Context: an optimization exercise on an open-source flow, tuned for small area, a short achievable clock period and few clock cycles per item. The choices shown serve that exercise and are no tape-out recipe.
In this exercise RTL edits were held to simulation tests only and were not proved equivalent to the original.

Design gst_ecc, start of the top module:
module gst_ecc (
    input  wire        clk,
    input  wire        rst,
    input  wire        req_valid,
    output wire        req_ready,
    input  wire [1:0]  req_op,        
    input  wire [33:0] req_addr,      
    input  wire [31:0] req_origin,
    input  wire [79:0] req_cw,        
    input  wire [63:0] req_wdata,     
    input  wire [7:0]  req_wmask,     
    output reg         rsp_valid,
    input  wire        rsp_ready,
    output wire [63:0] rsp_data,
    output wire        rsp_wr,
    output wire [79:0] rsp_cw,
    output wire [1:0]  rsp_weight,    
    output wire        rsp_poison,
    input  wire        stat_clr,      
    input  wire [1:0]  log_clr,       
    output wire [63:0] eccstat,
    output wire [63:0] ecclog,
    output wire [31:0] eccorg
);
    wire [6:0] s1, s3;
    wire par;
    wire sx_0 = req_cw[24] ^ req_cw[75];
    wire sx_1 = req_cw[25] ^ req_cw[76];
    wire sx_2 = req_cw[55] ^ req_cw[72];
    wire sx_3 = req_cw[58] ^ sx_0;
  ...
==> flow/config.mk <==
export PLATFORM = sky130hd
export DESIGN_NAME = gst_ecc
export DESIGN_NICKNAME = gst_ecc
export VERILOG_FILES = /design/flow/design.v
export SDC_FILE = /design/flow/constraint.sdc
export NUM_CORES = 4
export LEC_CHECK = 0
export CAP_MARGIN = 20
export CORE_MARGIN = 2
export CORE_UTILIZATION = 40
export SLEW_MARGIN = 20
==> flow/constraint.sdc <==
create_clock -name core_clock -period 25.0 [get_ports {clk}]
set_input_delay 5.0000 -clock core_clock [delete_from_list [all_inputs] [get_ports {clk}]]
set_output_delay 5.0000 -clock core_clock [all_outputs]
set_load 0.01 [all_outputs]
standard.sh (not shown) runs the stock make flow with config.mk's settings and CLKGATE_MAP_FILE= SYNTH_SCRIPT=/design/flow/synth_recipe.tcl, a recipe that flattens the netlist after the stock synthesis.
==> flow/flow/run.sh <==
#!/bin/bash
# The standard layout, with the ports buffered by the smallest buffer
# (sky130_fd_sc_hd__buf_1) instead of the default delay buffer, and timing
# repair aiming 15 ns below the clock period.
set -euo pipefail
bash standard.sh "BUFFER_PORTS_ARGS=-buffer_cell sky130_fd_sc_hd__buf_1" SETUP_SLACK_MARGIN=15 finish > standard_flow.log 2>&1
The baseline completed without violations.
Testbench counts at the start, summed over its fixed seeds: cycles 12,008, items 12,000.
Edit:
==> flow/flow/run.sh (replaced) <==
#!/bin/bash
# The standard layout, with the ports buffered by the smallest buffer
# (sky130_fd_sc_hd__buf_1) instead of the default delay buffer, and timing
# repair aiming 14 ns below the clock period.
set -euo pipefail
bash standard.sh "BUFFER_PORTS_ARGS=-buffer_cell sky130_fd_sc_hd__buf_1" SETUP_SLACK_MARGIN=14 finish > standard_flow.log 2>&1
The changed run ran to the end with no violations.
Final cell count went down by 5.0%.
Via count decreases by 6.1%.
Utilization came out lower by 8.3 points.
Sequential share of layout area rises by 4.1 points.
Area after synthesis stays the same.
Routed wire length fell by 7.8%.
Non-clock buffer count decreases by 200.
Flip-flop and latch count does not change.
Edit:
==> flow/flow/run.sh (replaced) <==
#!/bin/bash
# The standard layout, with the ports buffered by the smallest buffer
# (sky130_fd_sc_hd__buf_1) instead of the default delay buffer, and timing repair aiming 13 ns below the clock period.
set -euo pipefail
bash standard.sh "BUFFER_PORTS_ARGS=-buffer_cell sky130_fd_sc_hd__buf_1" SETUP_SLACK_MARGIN=13 finish > standard_flow.log 2>&1
The changed run ran to the end with no violations.
Die area does not change.
Synthesized cell count stays the same.
Register-to-register slack gets worse by 140 ps.
Non-clock buffer count came out lower by 35.
Hold slack is about the same.
Critical path depth shrinks by 1.
Global-route usage came out lower by 0.15 points.
Setup slack is worse by 850 ps.
Edit:
==> flow/flow/run.sh (replaced) <==
#!/bin/bash
# The standard layout, with the ports buffered by the smallest buffer
# (sky130_fd_sc_hd__buf_1) instead of the default delay buffer, and timing
# repair aiming 14 ns below the clock period.
set -euo pipefail
bash standard.sh "BUFFER_PORTS_ARGS=-buffer_cell sky130_fd_sc_hd__buf_1" SETUP_SLACK_MARGIN=14 finish > standard_flow.log 2>&1
CORE_UTILIZATION = 60   (was 40)
PLACE_DENSITY = 0.72   (was unset)
After rerunning:
- die area decreases by 33%
- via count increases by about 2.6%
- cell count decreases by about 6%
- synthesized cell count stays the same
- flip-flop and latch count does not change
- final area increases by about 1.6%


## onyx
gst_ecc, a different RTL version from the one above (not shown whole).
Size in the first run: roughly 2600 cells after synthesis, roughly 300 flip-flops, roughly 540 I/O pins, about 0.024 sq mm of cells after synthesis.
clock: 25.0 ns
lec_check: 0
cap_margin: 20
core_margin: 2
core_utilization: 60
cts_cluster_diameter: 80
cts_cluster_size: 30
place_density: 0.72
slew_margin: 20
==> flow/flow/run.sh <==
#!/bin/bash
# The standard layout, with the ports buffered by the smallest buffer
# (sky130_fd_sc_hd__buf_1) instead of the default delay buffer, and timing
# repair aiming 14 ns below the clock period.
set -euo pipefail
bash standard.sh "BUFFER_PORTS_ARGS=-buffer_cell sky130_fd_sc_hd__buf_1" SETUP_SLACK_MARGIN=14 finish > standard_flow.log 2>&1
Testbench counts of onyx, summed over its fixed seeds: cycles 12,008, items 12,000.
The inputs of garnet differ from those of onyx as listed below.
diff --git a/flow/config.mk b/flow/config.mk
--- a/flow/config.mk
+++ b/flow/config.mk
@@ -10,4 +10,4 @@
 export CORE_UTILIZATION = 60
-export CTS_CLUSTER_DIAMETER = 80
-export CTS_CLUSTER_SIZE = 30
+export CTS_CLUSTER_DIAMETER = 60
+export CTS_CLUSTER_SIZE = 24
 export PLACE_DENSITY = 0.72
==> comparison <==
Clock period minus worst slack for garnet: 0.027 ns down relative to onyx
Row sequential share of layout area: garnet lower / onyx higher
Of garnet and onyx, the lower remaining max-slew budget at the tightest pin belongs to onyx.
| met2 capacity usage during global routing | garnet vs onyx | 0.38 points higher |
Area of all placed cells without fillers (higher): garnet
Diff garnet..onyx | die footprint | negligible
Status: register-to-register slack parity (garnet, onyx)
Taking onyx as the reference point, the overall global routing resource usage of garnet rises by 0.20 points.
Against onyx as the reference, garnet delivers a higher number of non-filler instances in the completed layout.
The inputs of pepper differ from those of garnet as listed below.
==> flow/flow/run.sh <==
#!/bin/bash
# The standard layout, with the ports buffered by the smallest buffer
# (sky130_fd_sc_hd__buf_1) instead of the default delay buffer, and timing
# repair aiming 13.75 ns below the clock period.
set -euo pipefail
bash standard.sh "BUFFER_PORTS_ARGS=-buffer_cell sky130_fd_sc_hd__buf_1" SETUP_SLACK_MARGIN=13.75 finish > standard_flow.log 2>&1
### Flow results
Per the comparison of pepper with garnet, post-route standard cell area excluding fillers fell 310 sq um, setup slack saw a decrease, number of clock buffers in the layout essentially unchanged, non-clock buffer share of cell area moved down.
pepper against garnet: number of cells on the critical path now sits higher; number of distinct library cell variants in the gate-level netlist after synthesis now sits at about the same level.


## run 1
gst_ecc with an RTL version that a note above also has.
Size: about 2,600 cells after synthesis, roughly 300 flip-flops, roughly 540 I/O pins, ~23,000 µm² of cells after synthesis.
export LEC_CHECK = 0
export CAP_MARGIN = 20
export CORE_MARGIN = 2
export CORE_UTILIZATION = 40
export SLEW_MARGIN = 20
create_clock -name core_clock -period 25.0 [get_ports {clk}]
==> flow/flow/run.sh <==
#!/bin/bash
# The standard layout, with the ports buffered by the smallest buffer
# (sky130_fd_sc_hd__buf_1) instead of the default delay buffer.
set -euo pipefail
bash standard.sh "BUFFER_PORTS_ARGS=-buffer_cell sky130_fd_sc_hd__buf_1" finish > standard_flow.log 2>&1
Run 1 has completed all stages; timing, DRC and antenna checks passed.
Testbench counts of run 1, summed over its fixed seeds: cycles 12,008, items 12,000.
For run 2, these inputs were changed with respect to run 1:
Settings: an added PLACE_DENSITY of 0.72; a change of CORE_UTILIZATION from 40 to 60.
==> flow/flow/run.sh <==
#!/bin/bash
# The standard layout, with the ports buffered by the smallest buffer
# (sky130_fd_sc_hd__buf_1) instead of the default delay buffer, and timing
# repair aiming 14.5 ns below the clock period.
set -euo pipefail
bash standard.sh "BUFFER_PORTS_ARGS=-buffer_cell sky130_fd_sc_hd__buf_1" SETUP_SLACK_MARGIN=14.5 finish > standard_flow.log 2>&1
--- outcome ---
Where summed area of non-filler cells in the final layout is concerned, run 1 is better than run 2.
Data arrival time of the critical path was higher in run 1 than in run 2.
Between run 2 and run 1, it is run 2 whose overall die height is lower, by about 18%.
Run 2 vs run 1, final setup slack of the worst path went up by 1.58 ns.
Changes observed in run 2 relative to run 1: final critical-path required period decreased 1.58 ns; total number of vias increased 7.5%; count of standard-cell rows decreased about 18%.
Relative to run 2, the following input files were edited for run 3:
Settings: an added CTS_CLUSTER_DIAMETER of 60; an added CTS_CLUSTER_SIZE of 24.
==> flow/flow/run.sh <==
#!/bin/bash
# The standard layout, with the ports buffered by the smallest buffer
# (sky130_fd_sc_hd__buf_1) instead of the default delay buffer, and timing
# repair aiming 14 ns below the clock period.
set -euo pipefail
bash standard.sh "BUFFER_PORTS_ARGS=-buffer_cell sky130_fd_sc_hd__buf_1" SETUP_SLACK_MARGIN=14 finish > standard_flow.log 2>&1
==> comparison <==
Run 3 went all the way through the flow, and no timing, DRC or antenna check failed.
Re reg2reg setup slack: run 3 is 0.12 ns up on run 2.
Lower via count goes to run 3 over run 2.
Number of cell instances on the worst register-to-register path ended up 1 lower on run 3 than on run 2.
Diff run 2 -> run 3: cell total after placement did not really move, transition time of the tightest slew-check pin rose by 0.10 ns, post-layout net count dropped 134, number of clock buffer instances in the layout down 14.
### run 3 -> run 4
Settings: CTS_CLUSTER_SIZE: 24 -> unset; PLACE_DENSITY: 0.72 -> unset; CTS_BUF_LIST: unset -> sky130_fd_sc_hd__clkbuf_8; CORE_UTILIZATION: 60 -> 40; CTS_CLUSTER_DIAMETER: 60 -> unset.
Findings:
- Run 4 closes out successfully: all stages finished, all timing, DRC and antenna checks passed.
- Run 4 vs run 3: peak per-stage delay on the critical path down
- Reported for run 3 and run 4, number of unique standard cell types used by synthesis turned out identical to the last digit.
- Between run 3 and run 4, total wire length is higher for run 4, run 3 comes in under that.
- Min post-layout worst setup margin across run 3 and run 4: run 4

[static timing again, ports no longer ideal]
No port has a modelled driver above. Below, the same layouts with a new extraction and two added sets of constraints.
Step 1 (the two cells are an assumption about what drives the block):
set clk [get_ports {clk}]
set_driving_cell -lib_cell sky130_fd_sc_hd__clkbuf_16 $clk
set_driving_cell -lib_cell sky130_fd_sc_hd__buf_2 [delete_from_list [all_inputs] $clk]
Step 2 times the ports against the registers' clock, not the clock port: input delays grow and output delays shrink by t, the midpoint of the rising clock arrivals with the driver on.
a / b / c = ideal / step 1 / step 2; a / b = the first two.
run | shift t [ns] | slack for setup (ns) | worst hold slack (ns)
the first run of note 1 | 0.593 | 14.253 / 14.267 / 13.673 | 0.453 / 0.453 / 0.453
the second run of note 1 | 0.591 | 14.115 / 14.134 / 13.543 | 0.454 / 0.454 / 0.454
the third run of note 1 | 0.592 | 13.263 / 13.291 / 12.699 | 0.451 / 0.451 / 0.451
the fourth run of note 1 | 0.607 | 14.136 / 14.155 / 13.549 | 0.455 / 0.455 / 0.455
onyx | 0.554 | 14.052 / 13.998 / 13.720 | 0.460 / 0.460 / 0.460
garnet | 0.583 | 14.079 / 14.025 / 13.719 | 0.458 / 0.458 / 0.458
pepper | 0.585 | 13.934 / 13.882 / 13.380 | 0.458 / 0.458 / 0.458
run 1 | 0.592 | 12.749 / 12.782 / 12.190 | 0.454 / 0.454 / 0.454
run 2 | 0.610 | 14.326 / 14.345 / 13.735 | 0.452 / 0.452 / 0.452
run 3 | 0.571 | 14.055 / 14.090 / 13.519 | 0.457 / 0.457 / 0.457
run 4 | 0.657 | 14.003 / 14.035 / 13.377 | 0.454 / 0.454 / 0.454
After both steps every run listed still meets setup and hold. For run 4, which loses most, drivers alone change the setup slack by +0.032 ns; drivers and shift together by -0.626 ns.
